Background: an optimization exercise with open tools, aiming at small area, a short achievable clock period and few clock cycles per item. Do not read the settings as production practice.
The RTL was checked by simulation tests, not by an equivalence proof against the original design.
Power is estimated from default activity; no workload was simulated.

==> flow/standard.sh <==
#!/bin/bash
# synth_recipe.tcl (not shown) runs the flow's synth.tcl, then flattens the netlist and writes it again
# the make line also repeats each setting of config.mk as NAME=value (left out here)
make -C /OpenROAD-flow-scripts/flow DESIGN_CONFIG=/design/flow/config.mk WORK_HOME=/design/flow/orfs CLKGATE_MAP_FILE= SYNTH_SCRIPT=/design/flow/synth_recipe.tcl "${@:-finish}"
==> flow/design.v <==
module deq32 (
  input  wire               clk,
  input  wire               rst,         
  input  wire               in_valid,
  output wire               in_ready,
  input  wire [1:0]         in_mode,     
  input  wire signed [31:0] in_p0,       
  input  wire signed [31:0] in_p1,
  input  wire signed [31:0] in_p2,
  input  wire signed [31:0] in_p3,
  input  wire signed [31:0] in_p4,
  input  wire signed [31:0] in_p5,
  input  wire signed [9:0]  in_c,        
  input  wire signed [9:0]  in_es,       
  output wire               out_valid,
  input  wire               out_ready,
  output wire [31:0]        out_f        
);
  wire m23 = in_mode[1];
  wire m3  = in_mode[1] & in_mode[0];
  wire [31:0] ra  = {~in_p0[31], in_p0[30:0]};
  wire [31:0] rb1 = {~in_p1[31], in_p1[30:0]};
  wire [31:0] rb2 = {~in_p2[31], in_p2[30:0]};
  wire [31:0] rc0 = {~in_p3[31], in_p3[30:0]};
  wire [31:0] rc1 = {~in_p4[31], in_p4[30:0]};
  wire [31:0] rc2 = {~in_p5[31], in_p5[30:0]};
  wire [47:0] t;
  wire f1 = m23 & rc0[0];
  wire f2 = m3 & rc1[0];
  wire f3 = m3 & rc2[0];
  wire f4 = m23 & rc0[1];
  wire f5 = m3 & rc1[1];
  wire f6 = m3 & rc2[1];
  wire f7 = m23 & rc0[2];
  wire f8 = m3 & rc1[2];
  wire f9 = m3 & rc2[2];
  wire f10 = m23 & rc0[3];
  wire f11 = m3 & rc1[3];
  wire f12 = m3 & rc2[3];
  wire f13 = m23 & rc0[4];
  wire f14 = m3 & rc1[4];
  wire f15 = m3 & rc2[4];
  wire f16 = m23 & rc0[5];
  wire f17 = m3 & rc1[5];
  wire f18 = m3 & rc2[5];
  wire f19 = m23 & rc0[6];
  wire f20 = m3 & rc1[6];
  wire f21 = m3 & rc2[6];
  wire f22 = m23 & rc0[7];
  wire f23 = m3 & rc1[7];
  wire f24 = m3 & rc2[7];
  wire f25 = m23 & (rb1[0] ^ rb2[0] ^ rc0[8]);
  wire f26 = m23 & ((rb1[0] & rb2[0]) | (rb1[0] & rc0[8]) | (rb2[0] & rc0[8]));
  wire f27 = m3 & rc1[8];
  wire f28 = m3 & rc2[8];
  wire f29 = m23 & (rb1[1] ^ rb2[1] ^ rc0[9]);
  wire f30 = m23 & ((rb1[1] & rb2[1]) | (rb1[1] & rc0[9]) | (rb2[1] & rc0[9]));
  wire f31 = m3 & rc1[9];
  wire f32 = m3 & rc2[9];
  wire f33 = m23 & (rb1[2] ^ rb2[2] ^ rc0[10]);
  wire f34 = m23 & ((rb1[2] & rb2[2]) | (rb1[2] & rc0[10]) | (rb2[2] & rc0[10]));
  wire f35 = m3 & rc1[10];
  wire f36 = m3 & rc2[10];
  wire f37 = m23 & (rb1[3] ^ rb2[3] ^ rc0[11]);
  wire f38 = m23 & ((rb1[3] & rb2[3]) | (rb1[3] & rc0[11]) | (rb2[3] & rc0[11]));
  wire f39 = m3 & rc1[11];
  wire f40 = m3 & rc2[11];
  wire f41 = m23 & (rb1[4] ^ rb2[4] ^ rc0[12]);
  wire f42 = m23 & ((rb1[4] & rb2[4]) | (rb1[4] & rc0[12]) | (rb2[4] & rc0[12]));
  wire f43 = m3 & rc1[12];
  wire f44 = m3 & rc2[12];
  wire f45 = m23 & (rb1[5] ^ rb2[5] ^ rc0[13]);
  wire f46 = m23 & ((rb1[5] & rb2[5]) | (rb1[5] & rc0[13]) | (rb2[5] & rc0[13]));
  wire f47 = m3 & rc1[13];
  wire f48 = m3 & rc2[13];
  wire f49 = m23 & (rb1[6] ^ rb2[6] ^ rc0[14]);
  wire f50 = m23 & ((rb1[6] & rb2[6]) | (rb1[6] & rc0[14]) | (rb2[6] & rc0[14]));
  wire f51 = m3 & rc1[14];
  wire f52 = m3 & rc2[14];
  wire f53 = m23 & (rb1[7] ^ rb2[7] ^ rc0[15]);
  wire f54 = m23 & ((rb1[7] & rb2[7]) | (rb1[7] & rc0[15]) | (rb2[7] & rc0[15]));
  wire f55 = m3 & rc1[15];
  wire f56 = m3 & rc2[15];
  wire f57 = m23 & (rb1[8] ^ rb2[8] ^ rc0[16]);
  wire f58 = m23 & ((rb1[8] & rb2[8]) | (rb1[8] & rc0[16]) | (rb2[8] & rc0[16]));
  wire f59 = m3 & rc1[16];
  wire f60 = m3 & rc2[16];
  wire f61 = m23 & (rb1[9] ^ rb2[9] ^ rc0[17]);
  wire f62 = m23 & ((rb1[9] & rb2[9]) | (rb1[9] & rc0[17]) | (rb2[9] & rc0[17]));
  wire f63 = m3 & rc1[17];
  wire f64 = m3 & rc2[17];
  wire f65 = m23 & (rb1[10] ^ rb2[10] ^ rc0[18]);
  wire f66 = m23 & ((rb1[10] & rb2[10]) | (rb1[10] & rc0[18]) | (rb2[10] & rc0[18]));
  wire f67 = m3 & rc1[18];
  wire f68 = m3 & rc2[18];
  wire f69 = m23 & (rb1[11] ^ rb2[11] ^ rc0[19]);
  wire f70 = m23 & ((rb1[11] & rb2[11]) | (rb1[11] & rc0[19]) | (rb2[11] & rc0[19]));
  wire f71 = m3 & rc1[19];
  wire f72 = m3 & rc2[19];
  wire f73 = m23 & (rb1[12] ^ rb2[12] ^ rc0[20]);
  wire f74 = m23 & ((rb1[12] & rb2[12]) | (rb1[12] & rc0[20]) | (rb2[12] & rc0[20]));
  wire f75 = m3 & rc1[20];
  wire f76 = m3 & rc2[20];
  wire f77 = m23 & (rb1[13] ^ rb2[13] ^ rc0[21]);
  wire f78 = m23 & ((rb1[13] & rb2[13]) | (rb1[13] & rc0[21]) | (rb2[13] & rc0[21]));
  wire f79 = m3 & rc1[21];
  wire f80 = m3 & rc2[21];
  wire f81 = m23 & (rb1[14] ^ rb2[14] ^ rc0[22]);
  wire f82 = m23 & ((rb1[14] & rb2[14]) | (rb1[14] & rc0[22]) | (rb2[14] & rc0[22]));
  wire f83 = m3 & rc1[22];
  wire f84 = m3 & rc2[22];
  wire f85 = m23 & (rb1[15] ^ rb2[15] ^ rc0[23]);
  wire f86 = m23 & ((rb1[15] & rb2[15]) | (rb1[15] & rc0[23]) | (rb2[15] & rc0[23]));
  wire f87 = m3 & rc1[23];
  wire f88 = m3 & rc2[23];
  wire f89 = m23 & (rb1[16] ^ rb2[16] ^ rc0[24]);
  wire f90 = m23 & ((rb1[16] & rb2[16]) | (rb1[16] & rc0[24]) | (rb2[16] & rc0[24]));
  wire f91 = m3 & rc1[24];
  wire f92 = m3 & rc2[24];
  wire f93 = m23 & (rb1[17] ^ rb2[17] ^ rc0[25]);
  wire f94 = m23 & ((rb1[17] & rb2[17]) | (rb1[17] & rc0[25]) | (rb2[17] & rc0[25]));
  wire f95 = m3 & rc1[25];
  wire f96 = m3 & rc2[25];
  wire f97 = m23 & (rb1[18] ^ rb2[18] ^ rc0[26]);
  wire f98 = m23 & ((rb1[18] & rb2[18]) | (rb1[18] & rc0[26]) | (rb2[18] & rc0[26]));
  wire f99 = m3 & rc1[26];
  wire f100 = m3 & rc2[26];
  wire f101 = m23 & (rb1[19] ^ rb2[19] ^ rc0[27]);
  wire f102 = m23 & ((rb1[19] & rb2[19]) | (rb1[19] & rc0[27]) | (rb2[19] & rc0[27]));
  wire f103 = m3 & rc1[27];
  wire f104 = m3 & rc2[27];
  wire f105 = m23 & (rb1[20] ^ rb2[20] ^ rc0[28]);
  wire f106 = m23 & ((rb1[20] & rb2[20]) | (rb1[20] & rc0[28]) | (rb2[20] & rc0[28]));
  wire f107 = m3 & rc1[28];
  wire f108 = m3 & rc2[28];
  wire f109 = m23 & (rb1[21] ^ rb2[21] ^ rc0[29]);
  wire f110 = m23 & ((rb1[21] & rb2[21]) | (rb1[21] & rc0[29]) | (rb2[21] & rc0[29]));
  wire f111 = m3 & rc1[29];
  wire f112 = m3 & rc2[29];
  wire f113 = m23 & (rb1[22] ^ rb2[22] ^ rc0[30]);
  wire f114 = m23 & ((rb1[22] & rb2[22]) | (rb1[22] & rc0[30]) | (rb2[22] & rc0[30]));
  wire f115 = m3 & rc1[30];
  wire f116 = m3 & rc2[30];
  wire f117 = m23 & (rb1[23] ^ rb2[23] ^ rc0[31]);
  wire f118 = m23 & ((rb1[23] & rb2[23]) | (rb1[23] & rc0[31]) | (rb2[23] & rc0[31]));
  wire f119 = m3 & rc1[31];
  wire f120 = m3 & rc2[31];
  wire f121 = m23 & rb1[24];
  wire f122 = m23 & rb2[24];
  wire f123 = m23 & rb1[25];
  wire f124 = m23 & rb2[25];
  wire f125 = m23 & rb1[26];
  wire f126 = m23 & rb2[26];
  wire f127 = m23 & rb1[27];
  wire f128 = m23 & rb2[27];
  wire f129 = m23 & rb1[28];
  wire f130 = m23 & rb2[28];
  wire f131 = m23 & rb1[29];
  wire f132 = m23 & rb2[29];
  wire f133 = m23 & rb1[30];
  wire f134 = m23 & rb2[30];
  wire f135 = m23 & rb1[31];
  wire f136 = m23 & rb2[31];
  wire f137 = m23;
  wire f138 = (m23 & ~m3);
  wire f139 = m23;
  wire f140 = m23;
  wire f141 = m23;
  wire f142 = m23;
  wire f143 = m23;
  wire f144 = m23;
  wire f145 = m23;
  wire f146 = m23;
  wire f147 = m23;
  wire f148 = m23;
  wire f149 = m23;
  wire f150 = m23;
  wire f151 = m23;
  wire f152 = ~m23;
  wire ds1 = f54 ^ ra[0];
  wire dc1 = f54 & ra[0];
  wire ds2 = f58 ^ ra[1] ^ f61;
  wire dc2 = (f58 & ra[1]) | (f58 & f61) | (ra[1] & f61);
  wire ds3 = f62 ^ ra[2] ^ f65;
  wire dc3 = (f62 & ra[2]) | (f62 & f65) | (ra[2] & f65);
  wire ds4 = f66 ^ ra[3] ^ f69;
  wire dc4 = (f66 & ra[3]) | (f66 & f69) | (ra[3] & f69);
  wire ds5 = f70 ^ ra[4] ^ f73;
  wire dc5 = (f70 & ra[4]) | (f70 & f73) | (ra[4] & f73);
  wire ds6 = f74 ^ ra[5] ^ f77;
  wire dc6 = (f74 & ra[5]) | (f74 & f77) | (ra[5] & f77);
  wire ds7 = f78 ^ ra[6] ^ f81;
  wire dc7 = (f78 & ra[6]) | (f78 & f81) | (ra[6] & f81);
  wire ds8 = f82 ^ ra[7] ^ f85;
  wire dc8 = (f82 & ra[7]) | (f82 & f85) | (ra[7] & f85);
  wire ds9 = f86 ^ ra[8] ^ f89;
  wire dc9 = (f86 & ra[8]) | (f86 & f89) | (ra[8] & f89);
  wire ds10 = f90 ^ ra[9] ^ f93;
  wire dc10 = (f90 & ra[9]) | (f90 & f93) | (ra[9] & f93);
  wire ds11 = f94 ^ ra[10] ^ f97;
  wire dc11 = (f94 & ra[10]) | (f94 & f97) | (ra[10] & f97);
  wire ds12 = f98 ^ ra[11] ^ f101;
  wire dc12 = (f98 & ra[11]) | (f98 & f101) | (ra[11] & f101);
  wire ds13 = f102 ^ ra[12] ^ f105;
  wire dc13 = (f102 & ra[12]) | (f102 & f105) | (ra[12] & f105);
  wire ds14 = f106 ^ ra[13] ^ f109;
  wire dc14 = (f106 & ra[13]) | (f106 & f109) | (ra[13] & f109);
  wire ds15 = f110 ^ ra[14] ^ f113;
  wire dc15 = (f110 & ra[14]) | (f110 & f113) | (ra[14] & f113);
  wire ds16 = f114 ^ ra[15] ^ f117;
  wire dc16 = (f114 & ra[15]) | (f114 & f117) | (ra[15] & f117);
  wire ds17 = f119 ^ f120;
  wire dc17 = f119 & f120;
  wire ds18 = f118 ^ ra[16] ^ f121;
  wire dc18 = (f118 & ra[16]) | (f118 & f121) | (ra[16] & f121);
  wire ds19 = f122 ^ f138;
  wire dc19 = f122 & f138;
  wire ds20 = ra[17] ^ f123 ^ f124;
  wire dc20 = (ra[17] & f123) | (ra[17] & f124) | (f123 & f124);
  wire ds21 = ra[18] ^ f125;
  wire dc21 = ra[18] & f125;
  wire ds22 = ra[19] ^ f127;
  wire dc22 = ra[19] & f127;
  wire ds23 = ra[20] ^ f129;
  wire dc23 = ra[20] & f129;
  wire ds24 = ra[21] ^ f131;
  wire dc24 = ra[21] & f131;
  wire ds25 = ra[22] ^ f133;
  wire dc25 = ra[22] & f133;
  wire ds26 = ra[23] ^ f135;
  wire dc26 = ra[23] & f135;
  wire ds27 = f26 ^ f29;
  wire dc27 = f26 & f29;
  wire ds28 = f30 ^ f33 ^ f35;
  wire dc28 = (f30 & f33) | (f30 & f35) | (f33 & f35);
  wire ds29 = f34 ^ f37 ^ f39;
  wire dc29 = (f34 & f37) | (f34 & f39) | (f37 & f39);
  wire ds30 = f38 ^ f41 ^ f43;
  wire dc30 = (f38 & f41) | (f38 & f43) | (f41 & f43);
  wire ds31 = f42 ^ f45 ^ f47;
  wire dc31 = (f42 & f45) | (f42 & f47) | (f45 & f47);
  wire ds32 = f46 ^ f49 ^ f51;
  wire dc32 = (f46 & f49) | (f46 & f51) | (f49 & f51);
  wire ds33 = f50 ^ f53 ^ f55;
  wire dc33 = (f50 & f53) | (f50 & f55) | (f53 & f55);
  wire ds34 = ds1 ^ f57 ^ f59;
  wire dc34 = (ds1 & f57) | (ds1 & f59) | (f57 & f59);
  wire ds35 = dc1 ^ ds2 ^ f63;
  wire dc35 = (dc1 & ds2) | (dc1 & f63) | (ds2 & f63);
  wire ds36 = dc2 ^ ds3 ^ f67;
  wire dc36 = (dc2 & ds3) | (dc2 & f67) | (ds3 & f67);
  wire ds37 = dc3 ^ ds4 ^ f71;
  wire dc37 = (dc3 & ds4) | (dc3 & f71) | (ds4 & f71);
  wire ds38 = dc4 ^ ds5 ^ f75;
  wire dc38 = (dc4 & ds5) | (dc4 & f75) | (ds5 & f75);
  wire ds39 = dc5 ^ ds6 ^ f79;
  wire dc39 = (dc5 & ds6) | (dc5 & f79) | (ds6 & f79);
  wire ds40 = dc6 ^ ds7 ^ f83;
  wire dc40 = (dc6 & ds7) | (dc6 & f83) | (ds7 & f83);
  wire ds41 = dc7 ^ ds8 ^ f87;
  wire dc41 = (dc7 & ds8) | (dc7 & f87) | (ds8 & f87);
  wire ds42 = dc8 ^ ds9 ^ f91;
  wire dc42 = (dc8 & ds9) | (dc8 & f91) | (ds9 & f91);
  wire ds43 = dc9 ^ ds10 ^ f95;
  wire dc43 = (dc9 & ds10) | (dc9 & f95) | (ds10 & f95);
  wire ds44 = dc10 ^ ds11 ^ f99;
  wire dc44 = (dc10 & ds11) | (dc10 & f99) | (ds11 & f99);
  wire ds45 = dc11 ^ ds12 ^ f103;
  wire dc45 = (dc11 & ds12) | (dc11 & f103) | (ds12 & f103);
  wire ds46 = dc12 ^ ds13 ^ f107;
  wire dc46 = (dc12 & ds13) | (dc12 & f107) | (ds13 & f107);
  wire ds47 = dc13 ^ ds14 ^ f111;
  wire dc47 = (dc13 & ds14) | (dc13 & f111) | (ds14 & f111);
  wire ds48 = dc14 ^ ds15 ^ f115;
  wire dc48 = (dc14 & ds15) | (dc14 & f115) | (ds15 & f115);
  wire ds49 = dc15 ^ ds16 ^ ds17;
  wire dc49 = (dc15 & ds16) | (dc15 & ds17) | (ds16 & ds17);
  wire ds50 = dc16 ^ dc17 ^ ds18;
  wire dc50 = (dc16 & dc17) | (dc16 & ds18) | (dc17 & ds18);
  wire ds51 = dc18 ^ dc19 ^ ds20;
  wire dc51 = (dc18 & dc19) | (dc18 & ds20) | (dc19 & ds20);
  wire ds52 = dc20 ^ ds21 ^ f126;
  wire dc52 = (dc20 & ds21) | (dc20 & f126) | (ds21 & f126);
  wire ds53 = dc21 ^ ds22 ^ f128;
  wire dc53 = (dc21 & ds22) | (dc21 & f128) | (ds22 & f128);
  wire ds54 = dc22 ^ ds23 ^ f130;
  wire dc54 = (dc22 & ds23) | (dc22 & f130) | (ds23 & f130);
  wire ds55 = dc23 ^ ds24 ^ f132;
  wire dc55 = (dc23 & ds24) | (dc23 & f132) | (ds24 & f132);
  wire ds56 = dc24 ^ ds25 ^ f134;
  wire dc56 = (dc24 & ds25) | (dc24 & f134) | (ds25 & f134);
  wire ds57 = dc25 ^ ds26 ^ f136;
  wire dc57 = (dc25 & ds26) | (dc25 & f136) | (ds26 & f136);
  wire ds58 = f1 ^ f2;
  wire dc58 = f1 & f2;
  wire ds59 = f4 ^ f5 ^ f6;
  wire dc59 = (f4 & f5) | (f4 & f6) | (f5 & f6);
  wire ds60 = f7 ^ f8 ^ f9;
  wire dc60 = (f7 & f8) | (f7 & f9) | (f8 & f9);
  wire ds61 = f10 ^ f11 ^ f12;
  wire dc61 = (f10 & f11) | (f10 & f12) | (f11 & f12);
  wire ds62 = f13 ^ f14 ^ f15;
  wire dc62 = (f13 & f14) | (f13 & f15) | (f14 & f15);
  wire ds63 = f16 ^ f17 ^ f18;
  wire dc63 = (f16 & f17) | (f16 & f18) | (f17 & f18);
  wire ds64 = f19 ^ f20 ^ f21;
  wire dc64 = (f19 & f20) | (f19 & f21) | (f20 & f21);
  wire ds65 = f22 ^ f23 ^ f24;
  wire dc65 = (f22 & f23) | (f22 & f24) | (f23 & f24);
  wire ds66 = f25 ^ f27 ^ f28;
  wire dc66 = (f25 & f27) | (f25 & f28) | (f27 & f28);
  wire ds67 = ds27 ^ f31 ^ f32;
  wire dc67 = (ds27 & f31) | (ds27 & f32) | (f31 & f32);
  wire ds68 = dc27 ^ ds28 ^ f36;
  wire dc68 = (dc27 & ds28) | (dc27 & f36) | (ds28 & f36);
  wire ds69 = dc28 ^ ds29 ^ f40;
  wire dc69 = (dc28 & ds29) | (dc28 & f40) | (ds29 & f40);
  wire ds70 = dc29 ^ ds30 ^ f44;
  wire dc70 = (dc29 & ds30) | (dc29 & f44) | (ds30 & f44);
  wire ds71 = dc30 ^ ds31 ^ f48;
  wire dc71 = (dc30 & ds31) | (dc30 & f48) | (ds31 & f48);
  wire ds72 = dc31 ^ ds32 ^ f52;
  wire dc72 = (dc31 & ds32) | (dc31 & f52) | (ds32 & f52);
  wire ds73 = dc32 ^ ds33 ^ f56;
  wire dc73 = (dc32 & ds33) | (dc32 & f56) | (ds33 & f56);
  wire ds74 = dc33 ^ ds34 ^ f60;
  wire dc74 = (dc33 & ds34) | (dc33 & f60) | (ds34 & f60);
  wire ds75 = dc34 ^ ds35 ^ f64;
  wire dc75 = (dc34 & ds35) | (dc34 & f64) | (ds35 & f64);
  wire ds76 = dc35 ^ ds36 ^ f68;
  wire dc76 = (dc35 & ds36) | (dc35 & f68) | (ds36 & f68);
  wire ds77 = dc36 ^ ds37 ^ f72;
  wire dc77 = (dc36 & ds37) | (dc36 & f72) | (ds37 & f72);
  wire ds78 = dc37 ^ ds38 ^ f76;
  wire dc78 = (dc37 & ds38) | (dc37 & f76) | (ds38 & f76);
  wire ds79 = dc38 ^ ds39 ^ f80;
  wire dc79 = (dc38 & ds39) | (dc38 & f80) | (ds39 & f80);
  wire ds80 = dc39 ^ ds40 ^ f84;
  wire dc80 = (dc39 & ds40) | (dc39 & f84) | (ds40 & f84);
  wire ds81 = dc40 ^ ds41 ^ f88;
  wire dc81 = (dc40 & ds41) | (dc40 & f88) | (ds41 & f88);
  wire ds82 = dc41 ^ ds42 ^ f92;
  wire dc82 = (dc41 & ds42) | (dc41 & f92) | (ds42 & f92);
  wire ds83 = dc42 ^ ds43 ^ f96;
  wire dc83 = (dc42 & ds43) | (dc42 & f96) | (ds43 & f96);
  wire ds84 = dc43 ^ ds44 ^ f100;
  wire dc84 = (dc43 & ds44) | (dc43 & f100) | (ds44 & f100);
  wire ds85 = dc44 ^ ds45 ^ f104;
  wire dc85 = (dc44 & ds45) | (dc44 & f104) | (ds45 & f104);
  wire ds86 = dc45 ^ ds46 ^ f108;
  wire dc86 = (dc45 & ds46) | (dc45 & f108) | (ds46 & f108);
  wire ds87 = dc46 ^ ds47 ^ f112;
  wire dc87 = (dc46 & ds47) | (dc46 & f112) | (ds47 & f112);
  wire ds88 = dc47 ^ ds48 ^ f116;
  wire dc88 = (dc47 & ds48) | (dc47 & f116) | (ds48 & f116);
  wire ds89 = dc48 ^ ds49 ^ f137;
  wire dc89 = (dc48 & ds49) | (dc48 & f137) | (ds49 & f137);
  wire ds90 = dc49 ^ ds50 ^ ds19;
  wire dc90 = (dc49 & ds50) | (dc49 & ds19) | (ds50 & ds19);
  wire ds91 = dc50 ^ ds51 ^ f139;
  wire dc91 = (dc50 & ds51) | (dc50 & f139) | (ds51 & f139);
  wire ds92 = dc51 ^ ds52 ^ f140;
  wire dc92 = (dc51 & ds52) | (dc51 & f140) | (ds52 & f140);
  wire ds93 = dc52 ^ ds53 ^ f141;
  wire dc93 = (dc52 & ds53) | (dc52 & f141) | (ds53 & f141);
  wire ds94 = dc53 ^ ds54 ^ f142;
  wire dc94 = (dc53 & ds54) | (dc53 & f142) | (ds54 & f142);
  wire ds95 = dc54 ^ ds55 ^ f143;
  wire dc95 = (dc54 & ds55) | (dc54 & f143) | (ds55 & f143);
  wire ds96 = dc55 ^ ds56 ^ f144;
  wire dc96 = (dc55 & ds56) | (dc55 & f144) | (ds56 & f144);
  wire ds97 = dc56 ^ ds57 ^ f145;
  wire dc97 = (dc56 & ds57) | (dc56 & f145) | (ds57 & f145);
  wire ds98 = dc57 ^ dc26 ^ ra[24];
  wire dc98 = (dc57 & dc26) | (dc57 & ra[24]) | (dc26 & ra[24]);
  wire ds99 = ra[25] ^ f146;
  wire dc99 = ra[25] & f146;
  wire ds100 = ra[26] ^ f147;
  wire dc100 = ra[26] & f147;
  wire ds101 = ra[27] ^ f148;
  wire dc101 = ra[27] & f148;
  wire ds102 = ra[28] ^ f149;
  wire dc102 = ra[28] & f149;
  wire ds103 = ra[29] ^ f150;
  wire dc103 = ra[29] & f150;
  wire ds104 = ra[30] ^ f151;
  wire dc104 = ra[30] & f151;
  wire ds105 = ra[31] ^ f152;
  wire dc105 = ra[31] & f152;
  wire [47:0] tx = {dc104, dc103, dc102, dc101, dc100, dc99, dc98, dc97, dc96, dc95, dc94, dc93, dc92, dc91, dc90, dc89, dc88, dc87, dc86, dc85, dc84, dc83, dc82, dc81, dc80, dc79, dc78, dc77, dc76, dc75, dc74, dc73, dc72, dc71, dc70, dc69, dc68, dc67, dc66, dc65, dc64, dc63, dc62, dc61, dc60, dc59, dc58, ds58};
  wire [47:0] ty = {ds105, ds104, ds103, ds102, ds101, ds100, ds99, ds98, ds97, ds96, ds95, ds94, ds93, ds92, ds91, ds90, ds89, ds88, ds87, ds86, ds85, ds84, ds83, ds82, ds81, ds80, ds79, ds78, ds77, ds76, ds75, ds74, ds73, ds72, ds71, ds70, ds69, ds68, ds67, ds66, ds65, ds64, ds63, ds62, ds61, ds60, ds59, f3};
  wire [47:0] cp_p0 = tx ^ ty;
  wire [47:0] cp_g0 = tx & ty;
  wire cp_gg1 = cp_g0[1] | (cp_p0[1] & cp_g0[0]);
  wire cp_gg2 = cp_g0[3] | (cp_p0[3] & cp_g0[2]);
  wire cp_pp2 = cp_p0[3] & cp_p0[2];
  wire cp_gg3 = cp_g0[5] | (cp_p0[5] & cp_g0[4]);
  wire cp_pp3 = cp_p0[5] & cp_p0[4];
  wire cp_gg4 = cp_g0[7] | (cp_p0[7] & cp_g0[6]);
  wire cp_pp4 = cp_p0[7] & cp_p0[6];
  wire cp_gg5 = cp_g0[9] | (cp_p0[9] & cp_g0[8]);
  wire cp_pp5 = cp_p0[9] & cp_p0[8];
  wire cp_gg6 = cp_g0[11] | (cp_p0[11] & cp_g0[10]);
  wire cp_pp6 = cp_p0[11] & cp_p0[10];
  wire cp_gg7 = cp_g0[13] | (cp_p0[13] & cp_g0[12]);
  wire cp_pp7 = cp_p0[13] & cp_p0[12];
  wire cp_gg8 = cp_g0[15] | (cp_p0[15] & cp_g0[14]);
  wire cp_pp8 = cp_p0[15] & cp_p0[14];
  wire cp_gg9 = cp_g0[17] | (cp_p0[17] & cp_g0[16]);
  wire cp_pp9 = cp_p0[17] & cp_p0[16];
  wire cp_gg10 = cp_g0[19] | (cp_p0[19] & cp_g0[18]);
  wire cp_pp10 = cp_p0[19] & cp_p0[18];
  wire cp_gg11 = cp_g0[21] | (cp_p0[21] & cp_g0[20]);
  wire cp_pp11 = cp_p0[21] & cp_p0[20];
  wire cp_gg12 = cp_g0[23] | (cp_p0[23] & cp_g0[22]);
  wire cp_pp12 = cp_p0[23] & cp_p0[22];
  wire cp_gg13 = cp_g0[25] | (cp_p0[25] & cp_g0[24]);
  wire cp_pp13 = cp_p0[25] & cp_p0[24];
  wire cp_gg14 = cp_g0[27] | (cp_p0[27] & cp_g0[26]);
  wire cp_pp14 = cp_p0[27] & cp_p0[26];
  wire cp_gg15 = cp_g0[29] | (cp_p0[29] & cp_g0[28]);
  wire cp_pp15 = cp_p0[29] & cp_p0[28];
  wire cp_gg16 = cp_g0[31] | (cp_p0[31] & cp_g0[30]);
  wire cp_pp16 = cp_p0[31] & cp_p0[30];
  wire cp_gg17 = cp_g0[33] | (cp_p0[33] & cp_g0[32]);
  wire cp_pp17 = cp_p0[33] & cp_p0[32];
  wire cp_gg18 = cp_g0[35] | (cp_p0[35] & cp_g0[34]);
  wire cp_pp18 = cp_p0[35] & cp_p0[34];
  wire cp_gg19 = cp_g0[37] | (cp_p0[37] & cp_g0[36]);
  wire cp_pp19 = cp_p0[37] & cp_p0[36];
  wire cp_gg20 = cp_g0[39] | (cp_p0[39] & cp_g0[38]);
  wire cp_pp20 = cp_p0[39] & cp_p0[38];
  wire cp_gg21 = cp_g0[41] | (cp_p0[41] & cp_g0[40]);
  wire cp_pp21 = cp_p0[41] & cp_p0[40];
  wire cp_gg22 = cp_g0[43] | (cp_p0[43] & cp_g0[42]);
  wire cp_pp22 = cp_p0[43] & cp_p0[42];
  wire cp_gg23 = cp_g0[45] | (cp_p0[45] & cp_g0[44]);
  wire cp_pp23 = cp_p0[45] & cp_p0[44];
  wire cp_gg24 = cp_g0[47] | (cp_p0[47] & cp_g0[46]);
  wire cp_pp24 = cp_p0[47] & cp_p0[46];
  wire cp_gg25 = cp_g0[2] | (cp_p0[2] & cp_gg1);
  wire cp_gg26 = cp_gg2 | (cp_pp2 & cp_gg1);
  wire cp_gg27 = cp_g0[6] | (cp_p0[6] & cp_gg3);
  wire cp_pp27 = cp_p0[6] & cp_pp3;
  wire cp_gg28 = cp_gg4 | (cp_pp4 & cp_gg3);
  wire cp_pp28 = cp_pp4 & cp_pp3;
  wire cp_gg29 = cp_g0[10] | (cp_p0[10] & cp_gg5);
  wire cp_pp29 = cp_p0[10] & cp_pp5;
  wire cp_gg30 = cp_gg6 | (cp_pp6 & cp_gg5);
  wire cp_pp30 = cp_pp6 & cp_pp5;
  wire cp_gg31 = cp_g0[14] | (cp_p0[14] & cp_gg7);
  wire cp_pp31 = cp_p0[14] & cp_pp7;
  wire cp_gg32 = cp_gg8 | (cp_pp8 & cp_gg7);
  wire cp_pp32 = cp_pp8 & cp_pp7;
  wire cp_gg33 = cp_g0[18] | (cp_p0[18] & cp_gg9);
  wire cp_pp33 = cp_p0[18] & cp_pp9;
  wire cp_gg34 = cp_gg10 | (cp_pp10 & cp_gg9);
  wire cp_pp34 = cp_pp10 & cp_pp9;
  wire cp_gg35 = cp_g0[22] | (cp_p0[22] & cp_gg11);
  wire cp_pp35 = cp_p0[22] & cp_pp11;
  wire cp_gg36 = cp_gg12 | (cp_pp12 & cp_gg11);
  wire cp_pp36 = cp_pp12 & cp_pp11;
  wire cp_gg37 = cp_g0[26] | (cp_p0[26] & cp_gg13);
  wire cp_pp37 = cp_p0[26] & cp_pp13;
  wire cp_gg38 = cp_gg14 | (cp_pp14 & cp_gg13);
  wire cp_pp38 = cp_pp14 & cp_pp13;
  wire cp_gg39 = cp_g0[30] | (cp_p0[30] & cp_gg15);
  wire cp_pp39 = cp_p0[30] & cp_pp15;
  wire cp_gg40 = cp_gg16 | (cp_pp16 & cp_gg15);
  wire cp_pp40 = cp_pp16 & cp_pp15;
  wire cp_gg41 = cp_g0[34] | (cp_p0[34] & cp_gg17);
  wire cp_pp41 = cp_p0[34] & cp_pp17;
  wire cp_gg42 = cp_gg18 | (cp_pp18 & cp_gg17);
  wire cp_pp42 = cp_pp18 & cp_pp17;
  wire cp_gg43 = cp_g0[38] | (cp_p0[38] & cp_gg19);
  wire cp_pp43 = cp_p0[38] & cp_pp19;
  wire cp_gg44 = cp_gg20 | (cp_pp20 & cp_gg19);
  wire cp_pp44 = cp_pp20 & cp_pp19;
  wire cp_gg45 = cp_g0[42] | (cp_p0[42] & cp_gg21);
  wire cp_pp45 = cp_p0[42] & cp_pp21;
  wire cp_gg46 = cp_gg22 | (cp_pp22 & cp_gg21);
  wire cp_pp46 = cp_pp22 & cp_pp21;
  wire cp_gg47 = cp_g0[46] | (cp_p0[46] & cp_gg23);
  wire cp_pp47 = cp_p0[46] & cp_pp23;
  wire cp_gg48 = cp_gg24 | (cp_pp24 & cp_gg23);
  wire cp_pp48 = cp_pp24 & cp_pp23;
  wire cp_gg49 = cp_g0[4] | (cp_p0[4] & cp_gg26);
  wire cp_gg50 = cp_gg3 | (cp_pp3 & cp_gg26);
  wire cp_gg51 = cp_gg27 | (cp_pp27 & cp_gg26);
  wire cp_gg52 = cp_gg28 | (cp_pp28 & cp_gg26);
  wire cp_gg53 = cp_g0[12] | (cp_p0[12] & cp_gg30);
  wire cp_pp53 = cp_p0[12] & cp_pp30;
  wire cp_gg54 = cp_gg7 | (cp_pp7 & cp_gg30);
  wire cp_pp54 = cp_pp7 & cp_pp30;
  wire cp_gg55 = cp_gg31 | (cp_pp31 & cp_gg30);
  wire cp_pp55 = cp_pp31 & cp_pp30;
  wire cp_gg56 = cp_gg32 | (cp_pp32 & cp_gg30);
  wire cp_pp56 = cp_pp32 & cp_pp30;
  wire cp_gg57 = cp_g0[20] | (cp_p0[20] & cp_gg34);
  wire cp_pp57 = cp_p0[20] & cp_pp34;
  wire cp_gg58 = cp_gg11 | (cp_pp11 & cp_gg34);
  wire cp_pp58 = cp_pp11 & cp_pp34;
  wire cp_gg59 = cp_gg35 | (cp_pp35 & cp_gg34);
  wire cp_pp59 = cp_pp35 & cp_pp34;
  wire cp_gg60 = cp_gg36 | (cp_pp36 & cp_gg34);
  wire cp_pp60 = cp_pp36 & cp_pp34;
  wire cp_gg61 = cp_g0[28] | (cp_p0[28] & cp_gg38);
  wire cp_pp61 = cp_p0[28] & cp_pp38;
  wire cp_gg62 = cp_gg15 | (cp_pp15 & cp_gg38);
  wire cp_pp62 = cp_pp15 & cp_pp38;
  wire cp_gg63 = cp_gg39 | (cp_pp39 & cp_gg38);
  wire cp_pp63 = cp_pp39 & cp_pp38;
  wire cp_gg64 = cp_gg40 | (cp_pp40 & cp_gg38);
  wire cp_pp64 = cp_pp40 & cp_pp38;
  wire cp_gg65 = cp_g0[36] | (cp_p0[36] & cp_gg42);
  wire cp_pp65 = cp_p0[36] & cp_pp42;
  wire cp_gg66 = cp_gg19 | (cp_pp19 & cp_gg42);
  wire cp_pp66 = cp_pp19 & cp_pp42;
  wire cp_gg67 = cp_gg43 | (cp_pp43 & cp_gg42);
  wire cp_pp67 = cp_pp43 & cp_pp42;
  wire cp_gg68 = cp_gg44 | (cp_pp44 & cp_gg42);
  wire cp_pp68 = cp_pp44 & cp_pp42;
  wire cp_gg69 = cp_g0[44] | (cp_p0[44] & cp_gg46);
  wire cp_pp69 = cp_p0[44] & cp_pp46;
  wire cp_gg70 = cp_gg23 | (cp_pp23 & cp_gg46);
  wire cp_pp70 = cp_pp23 & cp_pp46;
  wire cp_gg71 = cp_gg47 | (cp_pp47 & cp_gg46);
  wire cp_pp71 = cp_pp47 & cp_pp46;
  wire cp_gg72 = cp_gg48 | (cp_pp48 & cp_gg46);
  wire cp_pp72 = cp_pp48 & cp_pp46;
  wire cp_gg73 = cp_g0[8] | (cp_p0[8] & cp_gg52);
  wire cp_gg74 = cp_gg5 | (cp_pp5 & cp_gg52);
  wire cp_gg75 = cp_gg29 | (cp_pp29 & cp_gg52);
  wire cp_gg76 = cp_gg30 | (cp_pp30 & cp_gg52);
  wire cp_gg77 = cp_gg53 | (cp_pp53 & cp_gg52);
  wire cp_gg78 = cp_gg54 | (cp_pp54 & cp_gg52);
  wire cp_gg79 = cp_gg55 | (cp_pp55 & cp_gg52);
  wire cp_gg80 = cp_gg56 | (cp_pp56 & cp_gg52);
  wire cp_gg81 = cp_g0[24] | (cp_p0[24] & cp_gg60);
  wire cp_pp81 = cp_p0[24] & cp_pp60;
  wire cp_gg82 = cp_gg13 | (cp_pp13 & cp_gg60);
  wire cp_pp82 = cp_pp13 & cp_pp60;
  wire cp_gg83 = cp_gg37 | (cp_pp37 & cp_gg60);
  wire cp_pp83 = cp_pp37 & cp_pp60;
  wire cp_gg84 = cp_gg38 | (cp_pp38 & cp_gg60);
  wire cp_pp84 = cp_pp38 & cp_pp60;
  wire cp_gg85 = cp_gg61 | (cp_pp61 & cp_gg60);
  wire cp_pp85 = cp_pp61 & cp_pp60;
  wire cp_gg86 = cp_gg62 | (cp_pp62 & cp_gg60);
  wire cp_pp86 = cp_pp62 & cp_pp60;
  wire cp_gg87 = cp_gg63 | (cp_pp63 & cp_gg60);
  wire cp_pp87 = cp_pp63 & cp_pp60;
  wire cp_gg88 = cp_gg64 | (cp_pp64 & cp_gg60);
  wire cp_pp88 = cp_pp64 & cp_pp60;
  wire cp_gg89 = cp_g0[40] | (cp_p0[40] & cp_gg68);
  wire cp_pp89 = cp_p0[40] & cp_pp68;
  wire cp_gg90 = cp_gg21 | (cp_pp21 & cp_gg68);
  wire cp_pp90 = cp_pp21 & cp_pp68;
  wire cp_gg91 = cp_gg45 | (cp_pp45 & cp_gg68);
  wire cp_pp91 = cp_pp45 & cp_pp68;
  wire cp_gg92 = cp_gg46 | (cp_pp46 & cp_gg68);
  wire cp_pp92 = cp_pp46 & cp_pp68;
  wire cp_gg93 = cp_gg69 | (cp_pp69 & cp_gg68);
  wire cp_pp93 = cp_pp69 & cp_pp68;
  wire cp_gg94 = cp_gg70 | (cp_pp70 & cp_gg68);
  wire cp_pp94 = cp_pp70 & cp_pp68;
  wire cp_gg95 = cp_gg71 | (cp_pp71 & cp_gg68);
  wire cp_pp95 = cp_pp71 & cp_pp68;
  wire cp_gg96 = cp_gg72 | (cp_pp72 & cp_gg68);
  wire cp_pp96 = cp_pp72 & cp_pp68;
  wire cp_gg97 = cp_g0[16] | (cp_p0[16] & cp_gg80);
  wire cp_gg98 = cp_gg9 | (cp_pp9 & cp_gg80);
  wire cp_gg99 = cp_gg33 | (cp_pp33 & cp_gg80);
  wire cp_gg100 = cp_gg34 | (cp_pp34 & cp_gg80);
  wire cp_gg101 = cp_gg57 | (cp_pp57 & cp_gg80);
  wire cp_gg102 = cp_gg58 | (cp_pp58 & cp_gg80);
  wire cp_gg103 = cp_gg59 | (cp_pp59 & cp_gg80);
  wire cp_gg104 = cp_gg60 | (cp_pp60 & cp_gg80);
  wire cp_gg105 = cp_gg81 | (cp_pp81 & cp_gg80);
  wire cp_gg106 = cp_gg82 | (cp_pp82 & cp_gg80);
  wire cp_gg107 = cp_gg83 | (cp_pp83 & cp_gg80);
  wire cp_gg108 = cp_gg84 | (cp_pp84 & cp_gg80);
  wire cp_gg109 = cp_gg85 | (cp_pp85 & cp_gg80);
  wire cp_gg110 = cp_gg86 | (cp_pp86 & cp_gg80);
  wire cp_gg111 = cp_gg87 | (cp_pp87 & cp_gg80);
  wire cp_gg112 = cp_gg88 | (cp_pp88 & cp_gg80);
  wire cp_gg113 = cp_g0[32] | (cp_p0[32] & cp_gg112);
  wire cp_gg114 = cp_gg17 | (cp_pp17 & cp_gg112);
  wire cp_gg115 = cp_gg41 | (cp_pp41 & cp_gg112);
  wire cp_gg116 = cp_gg42 | (cp_pp42 & cp_gg112);
  wire cp_gg117 = cp_gg65 | (cp_pp65 & cp_gg112);
  wire cp_gg118 = cp_gg66 | (cp_pp66 & cp_gg112);
  wire cp_gg119 = cp_gg67 | (cp_pp67 & cp_gg112);
  wire cp_gg120 = cp_gg68 | (cp_pp68 & cp_gg112);
  wire cp_gg121 = cp_gg89 | (cp_pp89 & cp_gg112);
  wire cp_gg122 = cp_gg90 | (cp_pp90 & cp_gg112);
  wire cp_gg123 = cp_gg91 | (cp_pp91 & cp_gg112);
  wire cp_gg124 = cp_gg92 | (cp_pp92 & cp_gg112);
  wire cp_gg125 = cp_gg93 | (cp_pp93 & cp_gg112);
  wire cp_gg126 = cp_gg94 | (cp_pp94 & cp_gg112);
  wire cp_gg127 = cp_gg95 | (cp_pp95 & cp_gg112);
  wire cp_gg128 = cp_gg96 | (cp_pp96 & cp_gg112);
  wire [47:0] cp_c = {cp_gg127, cp_gg126, cp_gg125, cp_gg124, cp_gg123, cp_gg122, cp_gg121, cp_gg120, cp_gg119, cp_gg118, cp_gg117, cp_gg116, cp_gg115, cp_gg114, cp_gg113, cp_gg112, cp_gg111, cp_gg110, cp_gg109, cp_gg108, cp_gg107, cp_gg106, cp_gg105, cp_gg104, cp_gg103, cp_gg102, cp_gg101, cp_gg100, cp_gg99, cp_gg98, cp_gg97, cp_gg80, cp_gg79, cp_gg78, cp_gg77, cp_gg76, cp_gg75, cp_gg74, cp_gg73, cp_gg52, cp_gg51, cp_gg50, cp_gg49, cp_gg26, cp_gg25, cp_gg1, cp_g0[0], 1'b0};
  assign t = cp_p0 ^ cp_c;
  wire signed [11:0] kr = $signed({{2{in_c[9]}}, in_c}) + $signed({{2{in_es[9]}}, in_es})
                        + (m3 ? 12'sd132 : m23 ? 12'sd116 : 12'sd100);
  wire [8:0] kb = (kr < -12'sd72) ? -9'sd72 : (kr > 12'sd255) ? 9'd255 : kr[8:0];
  reg         v1_q, valid_q, empty_q;
  reg  [47:0] t_q;
  reg  [8:0]  kb_q;
  reg  [31:0] f_q;
  wire [31:0] f;
  wire en   = out_ready | empty_q;
  wire en_t = en | ~v1_q;
  assign in_ready  = en;
  assign out_valid = valid_q;
  assign out_f     = f_q;
  always @(posedge clk) begin
    if (rst) begin
      v1_q    <= 1'b0;
      valid_q <= 1'b0;
      empty_q <= 1'b1;
    end else if (en) begin
      v1_q    <= in_valid;
      valid_q <= v1_q;
      empty_q <= ~v1_q;
    end
  end
  always @(posedge clk) begin
    if (en_t) begin
      t_q  <= t;
      kb_q <= kb;
    end
    if (en & v1_q)
      f_q  <= f;
  end
  wire        sign = t_q[47];
  wire [46:0] v    = t_q[46:0] ^ {47{sign}};
  wire              deep = $signed(kb_q) < -9'sd47;
  wire [8:0]  nk1 = ~kb_q;
  wire        snt = ~nk1[8] & (nk1[7:6] == 2'd0);
  reg  [46:0] one;
  integer i;
  always @(*)
    for (i = 0; i < 47; i = i + 1)
      one[i] = snt & (nk1[5:0] == i);
  wire [46:0] vm = v | one;
  wire [63:0] l0 = {17'd0, vm};
  wire [31:0] a1, v1; wire [15:0] v2; wire [31:0] a2; wire [7:0] v3; wire [23:0] a3;
  wire [3:0] v4; wire [15:0] a4; wire [1:0] v5; wire [9:0] a5;
  genvar g;
  generate
    for (g = 0; g < 32; g = g + 1) begin : lz1
      assign v1[g] = l0[2*g+1] | l0[2*g];
      assign a1[g] = l0[2*g+1];
    end
    for (g = 0; g < 16; g = g + 1) begin : lz2
      assign v2[g] = v1[2*g+1] | v1[2*g];
      assign a2[2*g+1:2*g] = v1[2*g+1] ? {1'b1, a1[2*g+1]} : {1'b0, a1[2*g]};
    end
    for (g = 0; g < 8; g = g + 1) begin : lz3
      assign v3[g] = v2[2*g+1] | v2[2*g];
      assign a3[3*g+2:3*g] = v2[2*g+1] ? {1'b1, a2[4*g+3:4*g+2]} : {1'b0, a2[4*g+1:4*g]};
    end
    for (g = 0; g < 4; g = g + 1) begin : lz4
      assign v4[g] = v3[2*g+1] | v3[2*g];
      assign a4[4*g+3:4*g] = v3[2*g+1] ? {1'b1, a3[6*g+5:6*g+3]} : {1'b0, a3[6*g+2:6*g]};
    end
    for (g = 0; g < 2; g = g + 1) begin : lz5
      assign v5[g] = v4[2*g+1] | v4[2*g];
      assign a5[5*g+4:5*g] = v4[2*g+1] ? {1'b1, a4[8*g+7:8*g+4]} : {1'b0, a4[8*g+3:8*g]};
    end
  endgenerate
  wire [5:0] q = v5[1] ? {1'b1, a5[9:5]} : {1'b0, a5[4:0]};
  reg  [5:0]  tz;
  always @(*) begin
    tz = 6'd47;
    for (i = 46; i >= 0; i = i - 1)
      if (t_q[i]) tz = i[5:0];
  end
  wire        zero = (tz == 6'd47);
  wire [6:0]  sh = deep ? ~kb_q[6:0] : {1'b0, q};
  wire [95:0] s6 = {25'd0, v, {24{sign}}};
  wire [87:0] s5 = sh[6] ? s6[95:64] : s6[87:0];
  wire [55:0] s4 = sh[5] ? s5[87:32] : s5[55:0];
  wire [39:0] s3 = sh[4] ? s4[55:16] : s4[39:0];
  wire [31:0] s2 = sh[3] ? s3[39:8]  : s3[31:0];
  wire [27:0] s1 = sh[2] ? s2[31:4]  : s2[27:0];
  wire [25:0] s0 = sh[1] ? s1[27:2]  : s1[25:0];
  wire [24:0] win = sh[0] ? s0[25:1] : s0[24:0];
  wire [23:0] kv  = win[24:1];
  wire        gv  = win[0];
  wire        st  = ({1'b0, tz} + 7'd25) <= sh;
  wire        inc = sign ? (gv | (~st & kv[0])) : (gv & (st | kv[0]));
  wire [24:0] mant = {1'b0, kv} + {24'd0, inc};
  wire signed [10:0] ebase = $signed({5'd0, sh}) + $signed({{2{kb_q[8]}}, kb_q});
  wire signed [10:0] fexp  = ebase + 11'sd1 + $signed({9'd0, mant[24:23]});
  assign f = zero ? 32'd0 :
             (fexp >= 11'sd255) ? {sign, 8'hFF, 23'd0}
                                : {sign, fexp[7:0], mant[22:0]};
endmodule
==> flow/constraint.sdc <==
create_clock -name core_clock -period 24.0 [get_ports {clk}]
set_input_delay 4.8000 -clock core_clock [delete_from_list [all_inputs] [get_ports {clk}]]
set_output_delay 4.8000 -clock core_clock [all_outputs]
set_load 0.01 [all_outputs]
==> flow/flow/run.sh <==
#!/bin/bash
set -euo pipefail
bash standard.sh SETUP_SLACK_MARGIN=14 \
  BUFFER_PORTS_ARGS="-buffer_cell sky130_fd_sc_hd__buf_1" \
  finish > standard_flow.log 2>&1
==> flow/config.mk <==
export PLATFORM = sky130hd
export DESIGN_NAME = deq32
export DESIGN_NICKNAME = deq32
export VERILOG_FILES = /design/flow/design.v
export SDC_FILE = /design/flow/constraint.sdc
export NUM_CORES = 4
export LEC_CHECK = 0
export ABC_AREA = 1
export CAP_MARGIN = 20
export CORE_MARGIN = 2
export CORE_UTILIZATION = 55
export SLEW_MARGIN = 20
==> run_results.csv, run 1 <==
group,metric,value,unit
floorplanning,dieHeight,169,um
synth,synth_seq_cells,92,
cts,clock_latency,360,ps
synth,synth-edff-count,89,
setup_path,r2r-end,"f_q[2]",
timing,min_period,9980,ps
synth,synth_top_area_share,17.7,%
floorplanning,die_area,28700,um2
detailed_routing,avgRoutedWirePerCell,14.1,um
power_and_ir_drop,peakVddDrop,58.3,uV
worst_hold_path,worst_hold_path_type,"register to register",
detailed_routing,num_vias,13442,
synth,synth_nets,2501,
timing,drv_slew,0,
timing,tns,0,ps
cts,cts_max_path_buffers,2,
power_and_ir_drop,power_density,122,nW/um2
synth,syn-instance-count,2057,
setup_path,cp_cell_sequence,"buf_1, nor2_2, inv_2, buf_6",
grt,grt_pass1_wl,61100,um
timing,fin_crit_sh,41.6,%
grt,track_usage,26.4,%
floorplanning,io_pins,252,
placement,portBuffers,251,
cts,htreeDepth,3,
timing,worst_slew_pin_slew,898,ps
setup_path,cp_slowest_cell,"buf_6",
setup_path,critPathRequiredTime,19200,ps
timing,finalClockSkew,9.48,ps
floorplanning,num_rows,60,
worst_hold_path,worstHoldPathCells,2,
cts,cts.reportedPaths.clkPinSlew,70,ps
setup_path,path_class,"input port to output port",
cts,numCtsBuffers,9,
placement,dp.final_hpwl,30600,um
timing,hold_viol_final,0,
setup_path,crit_family,"buffers and inverters",
setup_path,r2r_start,"t_q[47]",
detailed_routing,drc,0,
setup_path,path_max_fanout,3,
cts,hold_buffers,0,
detailed_routing,routed_via_density,5.11,
timing,rsz0062_at_grt,"false",
setup_path,cp.depth,4,
cells_and_area,areaGrowthSynthToFinish,11.4,%
cts,root_buffer,"clkbuf_16",
cts,clock-sinks,92,
floorplanning,die-width,169,um
grt,grt_max_degree,85,
grt,overflow,0,
placement,gp_congestion,1.02,
detailed_routing,totalWireLength,37200,um
cells_and_area,antenna_cells,0,
worst_hold_path,worst_hold_path.endpoint,"valid_q",
timing,fmax,100,MHz
timing,relSlewSlack,40.0,%
setup_path,max_stage_delay,120,ps
cts,cts_tree,"done",
cells_and_area,layout-drive-gt1-share,8.03,%
synth,synth_area_per_cell,7.32,um2
setup_path,end_kind,"output port",
cells_and_area,final_util,62.2,%
synth,ys_async_sr_fraction,0,%
detailed_routing,drt-initial-drc-count,681,
detailed_routing,drt-pass1-iter-count,5,
run,maxCapViolCount,0,
synth,synthTopCellsByArea,"edfxtp_1, fa_1, inv_1, nand2_1, ha_1",
setup_path,critPathLaunchType,"input port",
setup_path,worstPathArrival,5180,ps
floorplanning,initial_core_util,55.9,%
detailed_routing,ant_nets,0,
timing,setup_viol,0,
floorplanning,core_area,27000,um2
outcome,outcome,"timing/DRC/antenna clean",
power_and_ir_drop,leakage,8.36,nW
synth,ys_warn_count,1,
synth,ys_types,72,
setup_path,rr_worst_depth,44,
synth,synth_top_area_cell,"edfxtp_1",
synth,ys.flop_type,"edfxtp_1",
setup_path,critPathBufInv,3,
synth,synth.cell_area,15100,um2
synth,ys_seq_area_share,18.1,%
grt,grt_pass1_vias,13073,
cells_and_area,nets,2729,
grt,antenna_found_initial,0,
setup_path,r2r_setup_slack,14840,ps
worst_hold_path,hp-start,"valid_q",
==> per-stage QoR <==
stage          instances  total power [mW]  worst slack, ps  instance area (um2)  hold slack [ps]
2_1_floorplan       2057              1.52            14120                15100              463
3_3_place_gp        2596              1.80            13170                16100              470
3_5_place_dp        2596              1.83            12970                16100              476
4_1_cts             2614              2.01            14010                16500              489
5_1_grt             2631              2.29            13970                16800              502
6_report            2631              2.05            14020                16800              488
==> worst reg2reg max path, delay by kind of cell, from the launching register on <==
family / cells / cell delay [ps]
AOI/OAI and AO/OA: 13 / 2370
xor gates and xnor gates: 2 / 440
and+or+nand+nor: 19 / 2990
DFF: 1 / 340
buffers and inverters: 5 / 1220
adders and majority gates: 5 / 1550
==> flip-flops by register name (all words and copies together) (netlist names) <==
| register | cells |
|---|---|
| empty_q | 1 |
| f_q | 32 |
| kb_q | 9 |
| t_q | 48 |
| v1_q | 1 |
| valid_q | 1 |
==> routing by layer <==
layer | track usage, % | vias up | wire length, um
met1 | 33.4 | 6121 | 16200
met2 | 46.9 | 344 | 18200
li1 | - | 6921 | -
met4 | 9.29 | 0 | 1190
met5 | 0 | - | 0
met3 | 2.75 | 56 | 1640
==> synthesized netlist by cell type, types with 18 or more instances <==
cell and count:
nand2_1 429, inv_1 432, o21ai_0 87, inv_2 24, xor2_1 46, fa_1 124
nor2_1 158, a31oi_1 21, a21oi_1 109, nand3_1 63, xnor2_1 50, buf_2 18
edfxtp_1 89, clkbuf_1 24, o21ai_1 75, ha_1 102
==> final cells by class <==
| cell class | instances | area, um2 |
|---|---|---|
| inverter | 460 | 1730 |
| clock buffer | 12 | 236 |
| sequential | 92 | 2730 |
| multi-input combinational | 1441 | 10300 |
| tap | 341 | 427 |
| clock inverter | 4 | 97.6 |
| fill | 2517 | 10200 |
| timing repair buffer | 281 | 1230 |
==> placed cells by master (no fill, tap or decap), types with 4 or more instances in the layout <==
| cell | Yosys | layout |
|---|---|---|
| xor2_1 | 46 | 46 |
| nor3_1 | 13 | 13 |
| nor4_1 | 11 | 11 |
| o21ai_0 | 87 | 87 |
| o21ai_1 | 75 | 72 |
| inv_2 | 24 | 25 |
| o31ai_2 | 4 | 4 |
| nand2_2 | 5 | 7 |
| nand4_1 | 4 | 4 |
| nor2_4 | 6 | 8 |
| clkbuf_16 | 0 | 11 |
| a21oi_2 | 1 | 5 |
| nand2_4 | 2 | 5 |
| buf_4 | 4 | 26 |
| nor2_1 | 158 | 152 |
| nor3_2 | 5 | 5 |
| o21bai_1 | 16 | 14 |
| inv_1 | 432 | 430 |
| buf_1 | 3 | 249 |
| xnor2_1 | 50 | 50 |
| ha_1 | 102 | 99 |
| o21ai_2 | 6 | 9 |
| xnor2_2 | 7 | 7 |
| a31oi_1 | 21 | 20 |
| mux2i_1 | 8 | 8 |
| a21oi_1 | 109 | 104 |
| edfxtp_1 | 89 | 89 |
| nand2_1 | 429 | 424 |
| nand3_2 | 4 | 4 |
| fa_1 | 124 | 123 |
| a22oi_1 | 4 | 4 |
| or2_2 | 12 | 12 |
| o211ai_1 | 10 | 10 |
| nor2_2 | 12 | 16 |
| nand3_1 | 63 | 62 |
==> cell families after synthesis <==
kind of cell / share of synthesized area (%)
simple gates: 21.2
fa+ha+maj: 25.0
buf+inv: 14.3
xor+xnor: 6.52
flops: 18.1
other cells: 0.0249
mux: 0.623
compound gates: 14.3
==> how the worst max path moves through the flow <==
stage                     startpoint       end  slack, ps
after global routing         t_q[46]    f_q[9]      13970
after CTS                 in_mode[1]   t_q[47]      14010
after detailed placement  in_mode[1]   t_q[47]      12970
after global placement    in_mode[1]   t_q[47]      13170
after floorplan            out_ready  in_ready      14120
final                      out_ready  in_ready      14020
==> power by group <==
part / total (mW) / internal (mW) / switching, mW / leakage [nW]
sequential: 0.334 / 0.283 / 0.0508 / 0.924
clock: 0.166 / 0.102 / 0.0643 / 0.157
combinational: 1.55 / 0.549 / 1.00 / 7.28
total: 2.05 / 0.934 / 1.12 / 8.36
==> what timing repair did <==
item	4_1_cts	5_1_grt
gates cloned	0	2
gates resized for setup	11	33
setup endpoints to repair	22	50
pin swaps	2	23
buffers inserted	2	15
hold endpoints to repair	0	0
Testbench counts, summed over its fixed seeds: cycles 16,016, items 16,000.
==> inputs of run 2 (changes only) <==
--- a/flow/design.v
+++ b/flow/design.v
@@ -695,7 +695,7 @@
   wire [24:0] mant = {1'b0, kv} + {24'd0, inc};
   wire signed [10:0] ebase = $signed({5'd0, sh}) + $signed({{2{kb_q[8]}}, kb_q});
   wire signed [10:0] fexp  = ebase + 11'sd1 + $signed({9'd0, mant[24:23]});
-  assign f = zero ? 32'd0 :
-             (fexp >= 11'sd255) ? {sign, 8'hFF, 23'd0}
-                                : {sign, fexp[7:0], mant[22:0]};
+  wire        ovf = ~zero & (fexp >= 11'sd255);
+  assign f = ovf ? {sign, 8'hFF, 23'd0}
+                 : {sign, zero ? 8'd0 : fexp[7:0], mant[22:0]};
 endmodule
==> run_results.csv, run 2 <==
group,metric,value,unit
outcome,outcome,"timing/DRC/antenna clean",
placement,dpl_cell_area,16000,um2
grt,grt_pass1_vias,12756,
floorplanning,core_area,26900,um2
setup_path,worstPathArrival,5170,ps
setup_path,r2r-end,"f_q[17]",
worst_hold_path,worstHoldPathCells,2,
grt,grt_pass1_wl,60900,um
timing,holdWs,491,ps
timing,fin_crit_sh,41.5,%
synth,synth_most_common_cell,"nand2_1",
floorplanning,die-width,169,um
cells_and_area,layout-drive-gt1-share,7.73,%
grt,antenna_found_initial,0,
timing,rsz0062_at_grt,"false",
cts,clock_latency,370,ps
power_and_ir_drop,p_comb_share,76.5,%
cts,clock-sinks,92,
run,maxCapViolCount,0,
synth,ys_seq_area_share,18.2,%
placement,portBuffers,251,
detailed_routing,ant_nets,0,
synth,synth_area_per_cell,7.37,um2
setup_path,r2r_setup_slack,14890,ps
synth,ys_types,75,
power_and_ir_drop,leakage,8.20,nW
grt,overflow,0,
grt,gr-usage-met2,48.0,%
cts,cts_tree,"done",
grt,gr-usage-met3,2.31,%
detailed_routing,num_vias,13436,
timing,relSlewSlack,45.6,%
floorplanning,die_area,28600,um2
worst_hold_path,hp-start,"valid_q",
detailed_routing,routed_via_density,5.19,
cts,cts.reportedPaths.clkPinSlew,80,ps
synth,ys.flop_type,"edfxtp_1",
placement,gp_congestion,0.973,
detailed_routing,drt-initial-drc-count,717,
detailed_routing,avgRoutedWirePerCell,14.5,um
power_and_ir_drop,switching_power,1.18,mW
cells_and_area,finalInstanceArea,16500,um2
detailed_routing,drt-pass1-iter-count,5,
setup_path,max_stage_delay,110,ps
setup_path,path_class,"input port to output port",
timing,drv_slew,0,
power_and_ir_drop,p_int,920,uW
cells_and_area,nets,2689,
cts,htreeDepth,3,
synth,synth_top_area_share,17.8,%
synth,synthTopCellsByArea,"edfxtp_1, fa_1, nand2_1, inv_1, ha_1",
worst_hold_path,worst_hold_path.endpoint,"valid_q",
cells_and_area,top_register,"t_q",
worst_hold_path,worst_hold_path_type,"register to register",
power_and_ir_drop,swShare,56.2,%
cells_and_area,layout_commonest_cell,"nand2_1",
setup_path,r2r_start,"t_q[47]",
floorplanning,io_pins,252,
cells_and_area,top_regs,"t_q: 48 flops, f_q: 32 flops, kb_q: 9 flops",
floorplanning,initial_core_util,55.8,%
synth,ys_async_sr_fraction,0,%
cells_and_area,areaGrowthSynthToFinish,9.90,%
setup_path,critPathRequiredTime,19200,ps
power_and_ir_drop,power_density,127,nW/um2
timing,worst_slew_pin_slew,812,ps
grt,grt_max_degree,66,
synth,synth_top_area_cell,"edfxtp_1",
floorplanning,dieHeight,169,um
setup_path,critPathBufInv,3,
grt,busiest_layer,"met2",
setup_path,path_max_fanout,3,
synth,synth_nets,2479,
timing,setup_viol,0,
timing,tns,0,ps
cells_and_area,final_util,61.4,%
power_and_ir_drop,peakVddDrop,65.2,uV
setup_path,end_kind,"output port",
synth,synth_seq_cells,92,
grt,grtUsageMet1,32.8,%
detailed_routing,totalWireLength,37600,um
setup_path,rr_worst_depth,47,
timing,finalClockSkew,13.0,ps
power_and_ir_drop,total_power,2.10,mW
setup_path,cp_slowest_cell,"buf_6",
power_and_ir_drop,seqPwrFrac,16.5,%
cts,cts_max_path_buffers,2,
timing,hold_viol_final,0,
setup_path,crit_family,"buffers and inverters",
setup_path,critPathLaunchType,"input port",
grt,track_usage,26.6,%
power_and_ir_drop,p_clk_share,6.9,%
synth,synth-edff-count,89,
synth,syn-instance-count,2035,
synth,ys_warn_count,1,
cts,numCtsBuffers,9,
cts,root_buffer,"clkbuf_16",
timing,min_period,9970,ps
synth,synth.cell_area,15000,um2
cells_and_area,fill_cells,2458,
floorplanning,num_rows,60,
detailed_routing,drc,0,
cells_and_area,most-common-layout-cells,"nand2_1, inv_1, buf_1",
synth,synthTopCellsByCount,"nand2_1, inv_1, nor2_1",
placement,dp.final_hpwl,31600,um
timing,fmax,100,MHz
cells_and_area,largest_reg_flops,48,
setup_path,cp_cell_sequence,"clkbuf_2, nor2_4, inv_2, buf_6",
cells_and_area,antenna_cells,0,
==> run 2: cell type report <==
type	instances	area [um2]	share of cell area (%)
multi-input cells	1446	10300	62.6
inverters	433	1640	9.93
well taps	341	427	2.59
clock buffers	9	225	1.37
clock inverters	7	63.8	0.387
flip-flops and latches	92	2730	16.6
repair buffers	263	1070	6.51
==> run 2: logic make-up (layout without fill, tap and decap cells) <==
kind of cell             count (synthesis)  after routing  share of synthesized area (%)
adder cells (fa/ha/maj)                226            226                           25.1
flip-flops                              92             92                           18.2
multiplexers                             4              4                          0.267
buffers and inverters                  498            712                           13.7
AND/OR/NAND/NOR                        739            739                           21.1
XOR/XNOR                               106            106                           7.09
AO/OA/AOI/OAI                          369            370                           14.6
other                                    1              1                         0.0250
==> run 2: timing repair <==
action	CTS	global route
resized for setup	12	29
cloned	1	0
buffers inserted	1	2
pin swaps	2	2
setup endpoints to repair	43	50
hold buffers	0	0
hold endpoints to repair	0	0
==> run 2: layer usage <==
layer	vias up	wire length, um	part of all wire (%)
li1	6848	-	-
met1	6161	16400	44
met2	359	18200	48
met3	68	1450	3.9
met4	0	1630	4.3
met5	-	0	0
==> run 2: power groups by stage <==
stage	Combinational [mW]	Clock, mW	Sequential [mW]
6_report	1.61	0.146	0.347
5_1_grt	1.83	0.152	0.356
4_1_cts	1.59	0.147	0.348
3_5_place_dp	1.57	0	0.352
3_3_place_gp	1.55	0	0.347
2_1_floorplan	1.24	0	0.348
==> run 2: worst max-delay path by stage <==
| stage | start | end | cells past startpoint |
|---|---|---|---|
| finish | out_ready | in_ready | 4 |
| global route | in_mode[1] | t_q[44] | 33 |
| CTS | out_ready | in_ready | 4 |
| detailed placement | in_mode[1] | t_q[39] | 31 |
| global placement | in_mode[1] | t_q[44] | 31 |
| floorplan | out_ready | in_ready | 2 |
==> run 2: per-stage QoR <==
step | instances | setup WS (ps)
after global routing | 2591 | 13960
after detailed placement | 2571 | 12760
final | 2591 | 14030
after global placement | 2571 | 13070
after CTS | 2589 | 14010
after floorplan | 2035 | 14120
==> run 2: worst register-to-register path: cells and delay by family, from the launching register on <==
kind	cells	cell delay [ps]
flip-flops	1	530
buffers and inverters	8	1660
XOR/XNOR	3	960
adder cells (fa/ha/maj)	4	1180
AND/OR/NAND/NOR	22	2740
AO/OA/AOI/OAI	10	1790
Testbench counts of run 2, summed over its fixed seeds: cycles 16,016, items 16,000.

## afterwards: timing with drivers on the ports
In the flow no input, the clock included, has a driving cell. The finished layouts below were timed again as built, in two steps.
Step 1 (the two cells are an assumption about what drives the block):
set clk [get_ports {clk}]
set_driving_cell -lib_cell sky130_fd_sc_hd__clkbuf_16 $clk
set_driving_cell -lib_cell sky130_fd_sc_hd__buf_2 [delete_from_list [all_inputs] $clk]
Step 2, shift: input delay + t, output delay - t, t = (earliest + latest rising clock arrival at the registers) / 2. This alone moves slack from input paths to output paths.
a / b / c = ideal ports / drivers / drivers and shift; a / b = the first two.
run	shift t [ns]	setup WS [ns]	worst slew at a driven data input, ns
run 1	0.396	14.024 / 14.003 / 14.003	0.13
run 2	0.407	14.035 / 14.014 / 14.014	0.04
After both steps setup and hold are still met in every run listed.
